This is an optimization exercise on Yosys and OpenROAD, whose aim is small area, a short achievable clock period and few clock cycles per item, not a production implementation. RTL that was checked went through simulation tests only; none was proved equivalent to the original.

v56:
Design aes_core, start of the top module:
module aes_core (
    input  wire         clk,
    input  wire         rst,         
    input  wire         in_valid,
    output wire         in_ready,
    input  wire         in_key256,   
    input  wire [255:0] in_key,
    input  wire [127:0] in_block,
    output reg          out_valid,
    output reg  [127:0] out_block
);
Settings: LEC_CHECK=0, ABC_AREA=0, CAP_MARGIN=20, CORE_MARGIN=2, CORE_UTILIZATION=25, SLEW_MARGIN=20, SYNTH_HIERARCHICAL=1; clock period 10.0 ns.
standard.sh (not shown) runs the stock make flow with config.mk's settings and CLKGATE_MAP_FILE= SYNTH_SCRIPT=/design/flow/synth_recipe.tcl, a recipe that flattens the netlist after the stock synthesis.
==> flow/flow/run.sh <==
#!/bin/bash
# Standard layout, with plain buf_1 cells as the port buffers and timing
# repair aimed 6 ns below the clock period.
set -euo pipefail
bash standard.sh BUFFER_PORTS_ARGS="-buffer_cell sky130_fd_sc_hd__buf_1" SETUP_SLACK_MARGIN=6 finish > standard_flow.log 2>&1
The final layout from v56, which completed every stage, passed the timing, design-rule and antenna checks at the end of the flow.
Testbench counts of v56, summed over its fixed seeds: cycles 27,742, blocks 2,400.
--- input diff v56..v14 ---
- CORE_UTILIZATION now 60, was 25
==> flow/flow/run.sh <==
#!/bin/bash
# Standard layout, with plain buf_1 cells as the port buffers and timing
# repair aimed 6.5 ns below the clock period.
set -euo pipefail
bash standard.sh BUFFER_PORTS_ARGS="-buffer_cell sky130_fd_sc_hd__buf_1" SETUP_SLACK_MARGIN=6.5 finish > standard_flow.log 2>&1
[summary]
v14 reached the end of the flow, and the finished layout is clean on the timing, design-rule and antenna checks. In the flow results for v56 and v14, the cell area is larger on v14. The final standard cell utilization of the core reported for v14 is greater than that of v56 by 43 points. [v14 vs v56] effective utilization at floorplan: higher in v14. v14 vs v56: fraction of area in multi-input gates up. Global-route met3 utilization up 1.0 points in v14 wrt v56. Compared to v56, v14 has data arrival time at the worst-slack endpoint 340 ps lower. The run showing the greater post-route clock period utilization is v56.
What v58 does differently from v14 at the input level:
- a change of CORE_UTILIZATION from 60 to 25
==> flow/flow/run.sh <==
#!/bin/bash
# Standard layout, with plain buf_1 cells as the port buffers and timing
# repair aimed 6.8 ns below the clock period.
set -euo pipefail
bash standard.sh BUFFER_PORTS_ARGS="-buffer_cell sky130_fd_sc_hd__buf_1" SETUP_SLACK_MARGIN=6.8 finish > standard_flow.log 2>&1
### Flow results
v58 completed; timing, DRC and antenna clean
Cmp v14 and v58 / HPWL after detailed placement / lower: v14
Between v14 and v58, the max-slew headroom at the worst pin is higher for v14.
v58 supports a higher top clock frequency than v14.
v58 reports a higher non-clock buffer count in the final layout than v14 does.
Higher number of buffers inserted to repair setup after CTS goes to v58 over v14.
Comparing v14 and v58, the lower final worst hold slack is on v58.
Register cell area after layout (lower): v14
On v58: buffer and inverter count on the worst path is 1 higher than what v14 gave.
Changes observed in v58 relative to v14: register-to-register slack now larger.

* * *

## run A
Another version of the RTL of aes_core (not shown whole).
For scale: roughly 5800 cells after synthesis, about 1000 flip-flops, ~520 I/O pins, roughly 0.060 mm2 of cells after synthesis.
## aes_core
module aes_core (
    input  wire         clk,
    input  wire         rst,         
    input  wire         in_valid,
    output wire         in_ready,
    input  wire         in_key256,   
    input  wire [255:0] in_key,
    input  wire [127:0] in_block,
    output reg          out_valid,
    output reg  [127:0] out_block
);
    reg  [127:0] r1;
    reg  [255:0] ka;       
    reg          v1, k1;
    reg  [3:0]   n1;       
    reg  [191:0] r2;
    reg  [47:0]  kt;       
    reg  [255:0] kb;
    reg          v2, k2;
    reg  [3:0]   n2;       
    reg          rdy;      
    reg          fre;      
    assign in_ready = rdy;
    genvar i;
    wire [191:0] mid;
    generate
        for (i = 0; i < 16; i = i + 1) begin : g_top
            aes_sbox_top u_top (.in(r1[127-8*i -: 8]), .inv(mid[191-12*i -: 4]));
            assign mid[187-12*i -: 8] = r1[127-8*i -: 8];
        end
    endgenerate
    wire        rot1 = !k1 || n1[0];
  ...
Settings: LEC_CHECK=0, ABC_AREA=0, CAP_MARGIN=20, CORE_MARGIN=2, CORE_UTILIZATION=25, SLEW_MARGIN=20, SYNTH_HIERARCHICAL=1; clock period 10.0 ns.
==> flow/flow/run.sh <==
#!/bin/bash
# Standard layout, with plain buf_1 cells as the port buffers.
set -euo pipefail
bash standard.sh BUFFER_PORTS_ARGS="-buffer_cell sky130_fd_sc_hd__buf_1" finish > standard_flow.log 2>&1
Inputs modified between run A and run B:
==> flow/flow/run.sh <==
#!/bin/bash
# Standard layout, with plain buf_1 cells as the port buffers and timing
# repair aimed 6 ns below the clock period.
set -euo pipefail
bash standard.sh BUFFER_PORTS_ARGS="-buffer_cell sky130_fd_sc_hd__buf_1" SETUP_SLACK_MARGIN=6 finish > standard_flow.log 2>&1
## What came out
In the reports for run A and run B, the smaller final worst-path cycle share belongs to run B. | transition time of the tightest slew-check pin | run B vs run A | 150 ps lower |. Compared with run A, run B shows a via density per instance that is 0.019 higher. As far as cell area after synthesis is concerned, run B and run A perform about the same. Headroom to the max-slew limit in run B vs run A: up 10 points. Compared with run A, run B improves timing-limited maximum frequency.
diff inputs: run B => run C
==> flow/run.sh (new file) <==
#!/bin/bash
# synth_recipe.tcl (not shown) runs the flow's synth.tcl, then flattens the netlist and writes it again
# the make line also repeats each setting of config.mk as NAME=value (left out here)
make -C /OpenROAD-flow-scripts/flow DESIGN_CONFIG=/design/flow/config.mk WORK_HOME=/design/flow/orfs CLKGATE_MAP_FILE= SYNTH_SCRIPT=/design/flow/synth_recipe.tcl finish
removed: flow/flow/run.sh
removed: flow/standard.sh
==> summary.txt <==
Average wire per cell in the routed design of run C falls short of that of run B slightly.
Looking at capturing instance or port of the critical path, the r1[63] result is from run C; the out_block[63] one comes from run B.
Between run B and run C, the worst hold slack is higher for run C.
Diff run B and run C: relative slew slack lower in run C
Against run B, final instance area in run C fell slightly.
Run C vs. run B: pin count of the biggest net entering global routing now sits lower; total vias in the final route now sits lower.
No run of this note included a check of the RTL's function; only the layout flow was run.

-- what the ideal ports hide --
How much do the figures lean on ideal ports? The routed layouts below were timed once more, with nothing changed but the port constraints.
Step 1 (the two cells are an assumption about what drives the block):
set clk [get_ports {clk}]
set_driving_cell -lib_cell sky130_fd_sc_hd__clkbuf_16 $clk
set_driving_cell -lib_cell sky130_fd_sc_hd__buf_2 [delete_from_list [all_inputs] $clk]
Step 2 adds t to the input delays and takes it off the output delays; t is the mean of the earliest and latest rising clock arrival at the registers after step 1. Input paths then give back, and output paths get back, about the clock's delay inside the block.
Three values: ideal ports, drivers, drivers and shift; two values: the first two.
run | shift t [ns] | setup slack, ns | worst slew at a driven data input, ns
v56 | 0.824 | 6.070 / 6.070 / 5.354 | 0.16
v14 | 0.776 | 6.493 / 6.493 / 5.860 | 0.07
v58 | 0.833 | 6.681 / 6.596 / 5.935 | 0.16
run A | 0.861 | 5.186 / 5.186 / 5.186 | 0.20
run B | 0.859 | 6.027 / 6.027 / 6.027 | 0.21
run C | 0.844 | 5.012 / 5.012 / 5.012 | 0.22
After both steps every run listed still meets setup and hold. For v58, which loses most, drivers alone change the setup slack by -0.085 ns; drivers and shift together by -0.746 ns.
